This design comes from an exercise in tuning for small area, a short achievable clock period and few clock cycles per item on the open sky130 flow, not from production work.
Power figures rest on the tool's default switching activity, not on a simulated workload.

Setup of the reference run:
==> module kg9_divider, before the edit <==
module kg9_divider (
    input  wire        clk,
    input  wire        rst,
    input  wire        start,
    input  wire        sgn,
    input  wire [63:0] a,
    input  wire [63:0] b,
    output reg         ready,
    output reg         done,
    output wire [63:0] q,
    output wire [63:0] r,
    output reg         exc
);
    reg st_idle, st_s1, st_it;
    reg [63:0] R;       
    reg [63:0] E;       
    reg [63:0] Q;       
    reg [6:0]  na, nb;  
    reg [5:0]  cnt;     
    reg        a_neg, b_neg;
    reg        x;       
    reg        xc;      
    reg        inv;     
    reg        ex;      
    assign q = Q;
    assign r = R;
    wire neg_q = ~x;
    wire fill  = ~a_neg;        
    function [6:0] bitlen(input [63:0] v);
        integer i;
        begin
            bitlen = 7'd0;
            for (i = 0; i < 64; i = i + 1)
                if (v[i]) bitlen = i + 1;
        end
    endfunction
    wire in_a_neg = sgn & a[63];
    wire in_b_neg = sgn & b[63];
    wire [7:0] dn = {1'b0, na} - {1'b0, nb};
    wire [5:0] sh = dn[5:0];            
    wire       b_zero = (nb == 7'd0) & ~b_neg;
    wire       q_zero = dn[7];
    reg  [64:0] kg, kp, kgn, kpn;
    integer kl, kk;
    always @* begin
        kg = {R & E, xc};
        kp = {R ^ E, 1'b0};
        for (kl = 0; kl < 7; kl = kl + 1) begin
            kgn = kg; kpn = kp;
            for (kk = 0; kk < 65; kk = kk + 1)
                if (kk >= (1 << kl)) begin
                    kgn[kk] = kg[kk] | (kp[kk] & kg[kk - (1 << kl)]);
                    kpn[kk] = kp[kk] & kp[kk - (1 << kl)];
                end
            kg = kgn; kp = kpn;
        end
    end
    wire [64:0] sum = {kg[64], (R ^ E) ^ kg[63:0]};
    wire        cout = sum[64];
    wire        z = ((R ^ E) == {R[62:0] | E[62:0], xc});
    wire fits = a_neg ? ((~cout | z) & ~ex) : cout;
    wire use_c = neg_q & (sum[63] ^ ~a_neg);
    wire m1 = a_neg & ~b_neg & z;
    wire s1_exit = b_zero | (q_zero & ~m1) | m1;
    reg [63:0] eal;
    integer si;
    always @* begin
        eal = E ^ {64{x}};
        for (si = 0; si < 6; si = si + 1)
            if (sh[si]) eal = (eal << (1 << si)) | ({64{x}} & ((64'd1 << (1 << si)) - 64'd1));
    end
    wire last = (cnt == 6'd0);
    wire fin = (st_s1 & s1_exit) | (st_it & last);
    always @(posedge clk) begin
        if (rst) begin
            st_idle <= 1'b1;
            ready <= 1'b1;
            st_s1 <= 1'b0; st_it <= 1'b0;
            done <= 1'b0;
        end else begin
            done    <= fin;
            ready   <= (ready & ~start) | fin;
            st_idle <= (st_idle & ~start) | fin;
            st_s1   <= st_idle & start;
            st_it   <= (st_s1 & ~s1_exit) | (st_it & ~last);
        end
    end
    always @(posedge clk) begin
        if (st_idle) begin
            R <= a;
            E <= b;
            a_neg <= in_a_neg;
            b_neg <= in_b_neg;
            x <= ~(in_a_neg ^ in_b_neg);
            xc <= ~(in_a_neg ^ in_b_neg);
            na <= bitlen(a ^ {64{in_a_neg}});
            nb <= bitlen(b ^ {64{in_b_neg}});
        end
        if (st_s1) begin
            cnt <= sh;
            ex  <= m1;
            inv <= use_c | m1;
            exc <= b_zero;
            if (m1) begin
                Q <= {64{1'b1}};
                R <= sum[63:0];
            end else if (s1_exit) begin
                Q <= 64'd0;
            end else begin
                Q <= {64{use_c | m1}};
                if (use_c | m1) R <= sum[63:0];
                E <= eal;
            end
        end else begin
            Q <= {Q[62:0], fits ^ inv};
        end
        if (st_it) begin
            if (fits) R <= sum[63:0];
            if (a_neg & z) ex <= 1'b1;
            if (!last) begin
                E <= {fill, E[63:1]};
                cnt <= cnt - 6'd1;
            end
            exc <= a_neg & b_neg & Q[62];
        end
    end
endmodule
clock: 8.0 ns
lec_check: 0
cap_margin: 20
core_margin: 2
core_utilization: 55
cts_cluster_diameter: 80
cts_cluster_size: 20
setup_slack_margin: 4.0
slew_margin: 20
standard.sh (not shown) runs the stock make flow with config.mk's settings and CLKGATE_MAP_FILE= SYNTH_SCRIPT=/design/flow/synth_recipe.tcl, a recipe that flattens the netlist after the stock synthesis.
==> flow/flow/run.sh <==
#!/bin/bash
# Standard layout; the port buffers are plain buf_1 cells instead of the
# delay buffers ORFS picks by default. Each tool's output goes to the logs
# that standard.sh's make writes under orfs/logs; make's own output is kept
# in standard.log.
export BUFFER_PORTS_ARGS="-buffer_cell sky130_fd_sc_hd__buf_1"
bash standard.sh > standard.log 2>&1
The final layout from the reference run, which completed every stage, passed the timing, design-rule and antenna checks at the end of the flow.
### the reference run -> the trial run
--- a/flow/design.v
+++ b/flow/design.v
@@ -37,10 +37,11 @@
     wire in_a_neg = sgn & a[63];
     wire in_b_neg = sgn & b[63];
     wire [7:0] dn = {1'b0, na} - {1'b0, nb};
     wire [5:0] sh = dn[5:0];            
-    wire       b_zero = (nb == 7'd0) & ~b_neg;
+    wire       b_zero = (nb == 7'd0);
     wire       q_zero = dn[7];
+    wire       s1_exit = b_zero | q_zero;
     reg  [64:0] kg, kp, kgn, kpn;
     integer kl, kk;
     always @* begin
         kg = {R & E, xc};
@@ -60,9 +61,8 @@
     wire        z = ((R ^ E) == {R[62:0] | E[62:0], xc});
     wire fits = a_neg ? ((~cout | z) & ~ex) : cout;
     wire use_c = neg_q & (sum[63] ^ ~a_neg);
     wire m1 = a_neg & ~b_neg & z;
-    wire s1_exit = b_zero | (q_zero & ~m1) | m1;
     reg [63:0] eal;
     integer si;
     always @* begin
         eal = E ^ {64{x}};
@@ -92,20 +92,17 @@
             a_neg <= in_a_neg;
             b_neg <= in_b_neg;
             x <= ~(in_a_neg ^ in_b_neg);
             xc <= ~(in_a_neg ^ in_b_neg);
-            na <= bitlen(a ^ {64{in_a_neg}});
-            nb <= bitlen(b ^ {64{in_b_neg}});
+            na <= bitlen(in_a_neg ? {~a[62:0], 1'b1} : a);
+            nb <= bitlen(in_b_neg ? (~b | 64'd1) : b);
         end
         if (st_s1) begin
             cnt <= sh;
             ex  <= m1;
             inv <= use_c | m1;
             exc <= b_zero;
-            if (m1) begin
-                Q <= {64{1'b1}};
-                R <= sum[63:0];
-            end else if (s1_exit) begin
+            if (s1_exit) begin
                 Q <= 64'd0;
             end else begin
                 Q <= {64{use_c | m1}};
                 if (use_c | m1) R <= sum[63:0];
==> comparison <==
- In the trial run, the number of non-filler instances in the completed layout came out 136 below the value in the reference run.
- | portion of the post-synthesis area used by sequential elements | higher: the trial run |
- On post-synthesis share of cell area spent on full adders, half adders and majority gates, the trial run tracks the reference run almost exactly.
- The largest stage delay on the critical path of the trial run exceeds that of the reference run by 0.27 ns.
- Average footprint of a synthesized cell (the trial run over the reference run): increase, about 2.2%
- Relative to the reference run, number of post-CTS setup repair buffers decreased by 6 in the trial run.
- The trial run ends up with a estimated wirelength of the detail-placed design that is 2.2 mm higher than in the reference run.
- Against the reference run, final weighted congestion in routability-driven placement in the trial run rose by a few percent.
- Relative to the reference run, the switching portion of total power of the trial run is higher by 0.93 points.
- Density: the trial run sparser than the reference run
- Summary: with the reference run as the reference, synthesized cell count in the trial run moved down by a few percent.
- Against the reference run, final area in the trial run fell by a few percent.
No functional check of the RTL was part of any run of this note.

[what the ideal ports hide]
The results above use ideal ports. As a check the final layouts listed here were re-extracted and re-timed, cells and wires unchanged. Step 1 (the two cells are an assumption about what drives the block):
set clk [get_ports {clk}]
set_driving_cell -lib_cell sky130_fd_sc_hd__clkbuf_16 $clk
set_driving_cell -lib_cell sky130_fd_sc_hd__buf_2 [delete_from_list [all_inputs] $clk]
Step 2 moves the port delays by t, midway between the first and last clock arrival at a register: inputs arrive t later, outputs are due t later. That takes back most of the time a late clock gives input paths. Slacks: ideal ports / drivers / drivers and shift; pairs: ideal ports / drivers.
run	t (ns)	setup WS [ns]	worst register clock-pin slew, ns	worst slew at a driven data input, ns
the reference run	0.611	3.745 / 3.745 / 3.406	0.09 / 0.09	0.08
the trial run	0.615	3.993 / 3.993 / 3.546	0.09 / 0.09	0.09
After both steps setup and hold are still met in every run listed. For the trial run, which loses most, drivers alone change the setup slack by 0.000 ns; drivers and shift together by -0.447 ns.
